From an optimization exercise on the open Yosys and OpenROAD flow, aimed at small area, a short achievable clock period and few clock cycles per item; shortcuts taken in it are not production practice. RTL that was checked went through simulation tests only; none was proved equivalent to the original.

Design stream_filter, start of the top module:
module stream_filter (
    input  wire        clk,
    input  wire        rst,          
    input  wire        cfg_we,
    input  wire [31:0] cfg_wdata,
    output wire [31:0] cfg_rdata,
    output reg         cfg_err,
    input  wire        in_valid,
    input  wire [31:0] in_data,
    output wire        in_ready,
    output reg         out_valid,
    output reg  [31:0] out_val,
    output reg         out_emit
);
Settings: LEC_CHECK=0, CAP_MARGIN=20, CORE_MARGIN=2, CORE_UTILIZATION=60, CTS_BUF_LIST=sky130_fd_sc_hd__clkbuf_8, CTS_CLUSTER_DIAMETER=50, CTS_CLUSTER_SIZE=16, PLACE_DENSITY=0.75, SLEW_MARGIN=20; clock period 120.0 ns.
run.sh (not shown) runs the stock make flow with config.mk's settings and CLKGATE_MAP_FILE= SYNTH_SCRIPT=/design/flow/synth_recipe.tcl, a recipe that flattens the netlist after the stock synthesis.
Edit:
Settings changed: SLEW_MARGIN 20 to 70.
=> Maximum frequency increases by 1.2%. Count of clock-buffer cells in the layout increases by 2. Via count increases by 0.79%. First-iteration DRC count decreases by 12%. Global-route usage increases by 0.29 points. Die area stays the same.
No run of this note included a check of the RTL's function; only the layout flow was run.

========
Another version of the RTL of stream_filter (not shown whole).
Size in the first run: roughly 2,400 flip-flops, roughly 0.067 mm^2 of cells after synthesis.
clock: 120.0 ns
lec_check: 0
cap_margin: 20
core_margin: 2
core_utilization: 60
cts_buf_list: sky130_fd_sc_hd__clkbuf_8
cts_cluster_diameter: 50
cts_cluster_size: 16
place_density: 0.75
slew_margin: 70
The baseline went through all stages and came out clean.
==> next run, changes <==
SLEW_MARGIN = 20   (was 70)
Outcome: Cell area is lower by 1.1%. Core utilization is lower by 0.71 points. Synthesized area is unchanged.
Function was not checked in any run of this note: the RTL went through the layout flow alone.

========
Setup of run A:
The RTL this note starts from:
==> flow/design.v <==
module stream_filter (
    input  wire        clk,
    input  wire        rst,          
    input  wire        cfg_we,
    input  wire [31:0] cfg_wdata,
    output wire [31:0] cfg_rdata,
    output reg         cfg_err,
    input  wire        in_valid,
    input  wire [31:0] in_data,
    output wire        in_ready,
    output reg         out_valid,
    output reg  [31:0] out_val,
    output reg         out_emit
);
    localparam [2:0] F_NONE = 3'd0,
                     F_AVG  = 3'd1,
                     F_MED3 = 3'd2,
                     F_IIR  = 3'd3;
    localparam NST = 3;
    function integer nsteps(input integer s);
        nsteps = (s == 3) ? 11 : 10;
    endfunction
    function [37:0] add38(input [37:0] a, input [37:0] b, input ci);
        reg c;
        integer i;
        begin
            c = ci;
            for (i = 0; i < 38; i = i + 1) begin
                add38[i] = a[i] ^ b[i] ^ c;
                c = (a[i] & b[i]) | (a[i] & c) | (b[i] & c);
            end
        end
    endfunction
    function ge32(input [31:0] a, input [31:0] b);
        reg [31:0] p, q;
        reg c;
        integer i;
        begin
            p = a ^ 32'h8000_0000;
            q = ~(b ^ 32'h8000_0000);
            c = 1'b1;
            for (i = 0; i < 32; i = i + 1)
                c = (p[i] & q[i]) | (p[i] & c) | (q[i] & c);
            ge32 = c;
        end
    endfunction
    reg [2:0] filter;
    reg [6:0] param;
    reg [7:0] decim;
    reg       bat_en;
    reg       policy;
    assign cfg_rdata = {6'd0, policy, bat_en, decim, 1'b0, param, 5'd0, filter};
    wire [2:0] w_filter = cfg_wdata[2:0];
    wire [6:0] w_param  = cfg_wdata[14:8];
    wire [7:0] w_decim  = cfg_wdata[23:16];
    wire pz_lo   = ~|w_param[3:0];
    wire pz_hi   = ~|w_param[6:4];
    wire p_zero  = pz_lo & pz_hi;
    wire p_iir   = pz_hi & ~pz_lo;
    wire p_avg   = (w_param[6] & ~|w_param[5:0]) | (~w_param[6] & |w_param[5:1]);
    wire w_ok    = |w_decim & ~w_filter[2] &
                   ((~w_filter[0] & p_zero) | (w_filter[0] & ~w_filter[1] & p_avg) |
                    (w_filter[0] & w_filter[1] & p_iir));
    wire cfg_take = cfg_we && w_ok;
    always @(posedge clk) begin
        if (rst) begin
            filter  <= F_NONE;
            param   <= 7'd0;
            decim   <= 8'd1;
            bat_en  <= 1'b0;
            policy  <= 1'b0;
            cfg_err <= 1'b0;
        end else begin
            cfg_err <= cfg_we && !w_ok;
            if (cfg_take) begin
                filter <= w_filter;
                param  <= w_param;
                decim  <= w_decim;
                bat_en <= cfg_wdata[24];
                policy <= cfg_wdata[25];
            end
        end
    end
    reg  [2:0] c_filter;
    reg  [6:0] c_param;
    always @(posedge clk) begin
        c_filter <= filter;
        c_param  <= param;
    end
    wire       f_avg  = (c_filter == F_AVG);
    wire       f_med  = (c_filter == F_MED3);
    wire       f_iir  = (c_filter == F_IIR);
    wire [5:0] ring_m = f_avg ? c_param[5:0] - 6'd1 : f_med ? 6'd3 : 6'd0;    
    wire [6:0] cap    = f_avg ? c_param : 7'd3;  
    wire [3:0] kk     = c_param[3:0];            
    reg  [5:0] rot;                  
    reg        nrdy;                 
    reg        rdy_o;                
    assign in_ready = rdy_o;
    wire take = in_valid && !nrdy;   
    reg  [31:0] r0;
    reg  [31:0] s1  [0:0];
    reg  [31:0] s2  [0:1];
    reg  [31:0] s4  [0:3];
    reg  [31:0] s8  [0:7];
    reg  [31:0] s16 [0:15];
    reg  [31:0] s32 [0:31];
    wire [31:0] o1 = ring_m[0] ? s1[0]   : r0;
    wire [31:0] o2 = ring_m[1] ? s2[1]   : o1;
    wire [31:0] o3 = ring_m[2] ? s4[3]   : o2;
    wire [31:0] o4 = ring_m[3] ? s8[7]   : o3;
    wire [31:0] o5 = ring_m[4] ? s16[15] : o4;
    wire [31:0] o6 = ring_m[5] ? s32[31] : o5;    
    integer i;
    always @(posedge clk) begin
        r0     <= take ? in_data : o6;
        s1[0]  <= r0;
        s2[0]  <= o1;
        s4[0]  <= o2;
        s8[0]  <= o3;
        s16[0] <= o4;
        s32[0] <= o5;
        s2[1]  <= s2[0];
        for (i = 1; i < 4;  i = i + 1) s4[i]  <= s4[i-1];
        for (i = 1; i < 8;  i = i + 1) s8[i]  <= s8[i-1];
        for (i = 1; i < 16; i = i + 1) s16[i] <= s16[i-1];
        for (i = 1; i < 32; i = i + 1) s32[i] <= s32[i-1];
    end
    reg clr;                         
    wire [5:0] rot_nxt = (take || rot >= ring_m) ? 6'd0 : rot + 6'd1;
    wire       rdy_nxt = (rot_nxt == 6'd0);
    wire       rdy_d   = rdy_nxt || rst || clr;
    always @(posedge clk) begin
        rot   <= (rst || clr) ? 6'd0 : rot_nxt;
        nrdy  <= !(rdy_d || cfg_take);
        rdy_o <= rdy_d || cfg_take;
    end
    reg                v1;           
    reg  [6:0]         ncnt;         
    reg  [37:0]        acc;          
    reg  [7:0]         dcnt;         
    reg                bc;           
    always @(posedge clk) begin
        if (rst)
            v1 <= 1'b0;
        else
            v1 <= take;
        clr <= rst || cfg_take;
    end
    wire [31:0] x     = r0;
    wire [37:0] x38   = {{6{x[31]}}, x};
    wire        full  = (ncnt == cap);
    wire        first = (ncnt == 7'd1);
    reg         ci_iir;          
    always @(posedge clk)
        ci_iir <= (filter == F_IIR);
    wire [37:0] sum   = add38(x38, acc, ci_iir);
    wire [3:0]  sh    = first ? 4'd0 : kk;
    wire [32:0] st0   = sum[32:0];
    wire [32:0] st1   = sh[0] ? {st0[32],      st0[32:1]} : st0;
    wire [32:0] st2   = sh[1] ? {{2{st1[32]}}, st1[32:2]} : st1;
    wire [32:0] st3   = sh[2] ? {{4{st2[32]}}, st2[32:4]} : st2;
    wire [32:0] st4   = sh[3] ? {{8{st3[32]}}, st3[32:8]} : st3;
    wire [37:0] minu  = f_iir ? acc : sum;
    wire [37:0] subt  = f_iir ? {{5{st4[32]}}, st4} : (full ? {{6{o6[31]}}, o6} : 38'd0);
    wire [37:0] nacc  = add38(minu, ~subt, 1'b1);
    wire [31:0] b  = s1[0];
    wire [31:0] c  = s2[0];
    wire        ab = ge32(x, b);
    wire        ac = ge32(x, c);
    wire        lt2 = (ncnt[6:2] == 5'd0) && !(ncnt[1] && ncnt[0]);    
    wire [31:0] med = (!f_med || lt2 || ab != ac) ? x : (bc == ab) ? b : c;
    wire [5:0]  nm1   = ncnt[5:0] - 6'd1;        
    wire [37:0] sumr  = add38(sum, {32'd0, nm1}, 1'b0);
    wire [31:0] y     = f_iir ? ~nacc[31:0] : med;
    wire [37:0] w     = f_avg ? (sum[37] ? sumr : sum) : {{6{y[31]}}, y};
    wire [5:0]  dm1   = f_avg ? nm1 : 6'd0;      
    wire emit_now = (dcnt + 8'd1 == decim);
    always @(posedge clk) begin
        if (clr) begin
            ncnt <= 7'd1;
            acc  <= 38'd0;
            dcnt <= 8'd0;
        end else if (v1) begin
            if (!full)
                ncnt <= ncnt + 7'd1;
            acc  <= nacc;
            dcnt <= emit_now ? 8'd0 : dcnt + 8'd1;
        end
        if (v1)
            bc <= ab;
    end
    function [36:0] steps;           
        input [5:0]  rem;
        input [30:0] w;              
        input [5:0]  nm;             
        input        ng;             
        input integer k;
        reg   [6:0]  t, d, gn, pr, nb;
        reg   [7:0]  cy;
        integer j, i;
        begin
            for (j = 0; j < k; j = j + 1) begin
                t     = {rem, w[30]};
                nb    = {1'b1, nm};
                gn    = t & nb;
                pr    = t ^ nb;
                cy[0] = 1'b0;
                for (i = 0; i < 7; i = i + 1)
                    cy[i+1] = gn[i] | (pr[i] & cy[i]);
                d = pr ^ cy[6:0];
                w   = {w[29:0], cy[7] ^ ng};
                rem = cy[7] ? d[5:0] : t[5:0];
            end
            steps = {rem, w};
        end
    endfunction
    reg        dv [1:NST];
    reg  [5:0] dr [1:NST];
    reg [30:0] dw [1:NST];
    reg  [5:0] dn [1:NST];
    reg        dg [1:NST];           
    reg        de [1:NST];           
    always @(posedge clk) begin
        if (rst)
            dv[1] <= 1'b0;
        else
            dv[1] <= v1;
        {dr[1], dw[1]} <= w[36:0];
        dn[1] <= ~dm1;
        dg[1] <= w[37];
        de[1] <= emit_now && bat_en;
    end
    genvar g;
    generate
        for (g = 2; g <= NST; g = g + 1) begin : stage
            wire [36:0] s = (g == 2) ? steps(dr[1] ^ {6{dg[1]}}, dw[1] ^ {31{dg[1]}}, dn[1], dg[1], nsteps(1))
                                     : steps(dr[g-1], dw[g-1], dn[g-1], dg[g-1], nsteps(g-1));
            always @(posedge clk) begin
                if (rst)
                    dv[g] <= 1'b0;
                else
                    dv[g] <= dv[g-1];
                {dr[g], dw[g]} <= s;
                dn[g] <= dn[g-1];
                dg[g] <= dg[g-1];
                de[g] <= de[g-1];
            end
        end
    endgenerate
    wire [36:0] sl  = steps(dr[NST], dw[NST], dn[NST], dg[NST], nsteps(NST));
    wire [31:0] res = {dg[NST], sl[30:0]};
    always @(posedge clk) begin
        if (rst) begin
            out_valid <= 1'b0;
            out_val   <= 32'd0;
            out_emit  <= 1'b0;
        end else begin
            out_valid <= dv[NST];
            out_emit  <= dv[NST] && de[NST];
            if (dv[NST])
                out_val <= res;
        end
    end
endmodule
==> flow/config.mk <==
export PLATFORM = sky130hd
export DESIGN_NAME = stream_filter
export DESIGN_NICKNAME = stream_filter
export VERILOG_FILES = /design/flow/design.v
export SDC_FILE = /design/flow/constraint.sdc
export NUM_CORES = 4
export LEC_CHECK = 0
export ABC_AREA = 1
export CAP_MARGIN = 0
export CORE_MARGIN = 2
export CORE_UTILIZATION = 60
export CTS_BUF_LIST = sky130_fd_sc_hd__clkbuf_8
export CTS_CLUSTER_DIAMETER = 80
export CTS_CLUSTER_SIZE = 22
export PLACE_DENSITY = 0.75
export SLEW_MARGIN = 0
==> flow/constraint.sdc <==
create_clock -name core_clock -period 120.0 [get_ports {clk}]
set_input_delay 24.0000 -clock core_clock [delete_from_list [all_inputs] [get_ports {clk}]]
set_output_delay 24.0000 -clock core_clock [all_outputs]
set_load 0.01 [all_outputs]
standard.sh (not shown) runs the stock make flow with config.mk's settings and CLKGATE_MAP_FILE= SYNTH_SCRIPT=/design/flow/synth_recipe.tcl, a recipe that flattens the netlist after the stock synthesis.
==> flow/flow/run.sh <==
#!/bin/bash
# Layout: the standard flow (standard.sh) with two changes to how the
# layout is made: the port buffers that ORFS's placement step adds are
# sky130_fd_sc_hd__buf_2 cells, and clock tree synthesis adds no dummy
# loads (its other settings are config.mk's). Everything else, synthesis
# included, is the standard flow unchanged. The full output goes to
# standard_flow.log here and to ORFS's own logs under orfs/logs.
set -euo pipefail
export BUFFER_PORTS_ARGS="-buffer_cell sky130_fd_sc_hd__buf_2"
export CTS_ARGS="-sink_clustering_enable -repair_clock_nets -sink_clustering_size 22 -sink_clustering_buffer sky130_fd_sc_hd__clkbuf_16 -sink_clustering_max_diameter 80 -buf_list sky130_fd_sc_hd__clkbuf_8 -dont_use_dummy_load"
bash standard.sh finish > standard_flow.log 2>&1
Testbench counts of run A, summed over its fixed seeds: cycles 17,423, items 17,303.
Inputs modified between run A and run B:
# run A
export LEC_CHECK = 0
export ABC_AREA = 1
export CAP_MARGIN = 0
export CORE_MARGIN = 2
export CORE_UTILIZATION = 60
export CTS_BUF_LIST = sky130_fd_sc_hd__clkbuf_8
export CTS_CLUSTER_DIAMETER = 80
export CTS_CLUSTER_SIZE = 22
export PLACE_DENSITY = 0.75
export SLEW_MARGIN = 0
create_clock -name core_clock -period 120.0 [get_ports {clk}]
# run B
export LEC_CHECK = 0
export ABC_AREA = 1
export CAP_MARGIN = 0
export CORE_MARGIN = 2
export CORE_UTILIZATION = 60
export CTS_BUF_LIST = sky130_fd_sc_hd__clkbuf_8
export CTS_CLUSTER_DIAMETER = 50
export CTS_CLUSTER_SIZE = 16
export GPL_ROUTABILITY_DRIVEN = 0
export GPL_TIMING_DRIVEN = 0
export PLACE_DENSITY = 0.75
export SLEW_MARGIN = 0
create_clock -name core_clock -period 120.0 [get_ports {clk}]
==> flow/flow/run.sh <==
#!/bin/bash
# Layout: the standard flow (standard.sh), with the port buffers that
# ORFS's placement step adds made sky130_fd_sc_hd__buf_2 cells. Everything
# else, synthesis included, is the standard flow unchanged.
set -euo pipefail
export BUFFER_PORTS_ARGS="-buffer_cell sky130_fd_sc_hd__buf_2"
bash standard.sh finish > standard_flow.log 2>&1
### Flow results
- All of run A and run B finish clean.
- In run B, the sequential share of layout area came out 0.65 points below the value in run A.
- Setup slack in run B is 57 ps below run A.
- Wire length per cell after detailed routing: run A vs run B, no meaningful difference
- Run A → run B: multi-input logic area fell 0.52%; part of the cycle the worst path needs about even; register-to-register slack rose 100 ps; routed wire length rose 3.8%; fraction of the yosys area taken by sequential cells about even.
Input-level comparison between run C and run B:
# run B
export LEC_CHECK = 0
export ABC_AREA = 1
export CAP_MARGIN = 0
export CORE_MARGIN = 2
export CORE_UTILIZATION = 60
export CTS_BUF_LIST = sky130_fd_sc_hd__clkbuf_8
export CTS_CLUSTER_DIAMETER = 50
export CTS_CLUSTER_SIZE = 16
export GPL_ROUTABILITY_DRIVEN = 0
export GPL_TIMING_DRIVEN = 0
export PLACE_DENSITY = 0.75
export SLEW_MARGIN = 0
create_clock -name core_clock -period 120.0 [get_ports {clk}]
# run C
export LEC_CHECK = 0
export ABC_AREA = 1
export CAP_MARGIN = 0
export CORE_MARGIN = 2
export CORE_UTILIZATION = 60
export CTS_BUF_LIST = sky130_fd_sc_hd__clkbuf_8
export CTS_CLUSTER_DIAMETER = 50
export CTS_CLUSTER_SIZE = 16
export PLACE_DENSITY = 0.75
export SLEW_MARGIN = 0
create_clock -name core_clock -period 120.0 [get_ports {clk}]
## What came out
- STATUS wire length: run C wins against run B
- Summary of the comparison: sequential share of layout area is higher in run C, relative to run B.
Inputs modified between run C and run D:
# run C
export LEC_CHECK = 0
export ABC_AREA = 1
export CAP_MARGIN = 0
export CORE_MARGIN = 2
export CORE_UTILIZATION = 60
export CTS_BUF_LIST = sky130_fd_sc_hd__clkbuf_8
export CTS_CLUSTER_DIAMETER = 50
export CTS_CLUSTER_SIZE = 16
export PLACE_DENSITY = 0.75
export SLEW_MARGIN = 0
create_clock -name core_clock -period 120.0 [get_ports {clk}]
# run D
export LEC_CHECK = 0
export ABC_AREA = 1
export CAP_MARGIN = 0
export CORE_MARGIN = 2
export CORE_UTILIZATION = 67
export CTS_BUF_LIST = sky130_fd_sc_hd__clkbuf_8
export CTS_CLUSTER_DIAMETER = 50
export CTS_CLUSTER_SIZE = 16
export PLACE_DENSITY = 0.8
export SLEW_MARGIN = 0
create_clock -name core_clock -period 120.0 [get_ports {clk}]
Results
[run D vs run C] non-clock buffer count in the final layout: higher in run D. Between run D and run C, wire length is lower for run C, run D comes in above that. Run C has a lower minimum period implied by the final worst setup slack than run D. Compared with run C, placement density in the core of run D is higher. Antenna diode count in run D is 2 higher than in run C. Final standard cell count with taps included and fillers excluded in run D vs run C: down 2.1%. Run D: sequential share of layout area 0.27 points above run C. Share of final layout cell area taken by non-clock buffers: run C vs run D — no meaningful difference.
## Diff of input files: run E against run D
# run D
export LEC_CHECK = 0
export ABC_AREA = 1
export CAP_MARGIN = 0
export CORE_MARGIN = 2
export CORE_UTILIZATION = 67
export CTS_BUF_LIST = sky130_fd_sc_hd__clkbuf_8
export CTS_CLUSTER_DIAMETER = 50
export CTS_CLUSTER_SIZE = 16
export PLACE_DENSITY = 0.8
export SLEW_MARGIN = 0
create_clock -name core_clock -period 120.0 [get_ports {clk}]
# run E
export LEC_CHECK = 0
export ABC_AREA = 1
export CAP_MARGIN = 0
export CORE_MARGIN = 2
export CORE_UTILIZATION = 60
export CTS_BUF_LIST = sky130_fd_sc_hd__clkbuf_8
export CTS_CLUSTER_DIAMETER = 45
export CTS_CLUSTER_SIZE = 20
export PLACE_DENSITY = 0.75
export SLEW_MARGIN = 0
create_clock -name core_clock -period 120.0 [get_ports {clk}]
### Flow results
Per the final summary, run E finished and its layout is clean on timing, DRC and antenna. Relative to run D, via count has decreased by 1.4% in run E. Run D -> run E: global-route wire length before repair decreased by a few percent.

==> static timing again, ports no longer ideal <==
Ports are ideal in the flow. The routed layouts listed here were re-timed in OpenROAD.
Step 1, drivers: a clkbuf_16 drives clk and a buf_2 each remaining input, both assumed.
Step 2, shift: input delay + t, output delay - t, t = (earliest + latest rising clock arrival at the registers) / 2. This alone moves slack from input paths to output paths.
Slacks: ideal ports / drivers / drivers and shift; pairs: ideal ports / drivers.
run | t, ns | setup slack, ns | cell pins on the clock port's net
the first run of note 1 | 0.949 | 93.439 / 93.482 / 92.533 | 1
the second run of note 1 | 0.940 | 93.751 / 93.796 / 92.856 | 1
the first run of note 2 | 0.956 | 93.763 / 93.693 / 93.175 | 1
the second run of note 2 | 0.940 | 93.466 / 93.508 / 92.569 | 1
run A | 0.920 | 94.566 / 94.497 / 93.932 | 1
run B | 0.953 | 94.509 / 94.441 / 93.835 | 1
run C | 0.908 | 94.587 / 94.520 / 93.946 | 1
run D | 0.955 | 94.000 / 94.047 / 93.093 | 1
run E | 0.944 | 94.546 / 94.477 / 93.957 | 1
After both steps every run listed still meets setup and hold. For run D, which loses most, drivers alone change the setup slack by +0.047 ns; drivers and shift together by -0.907 ns.
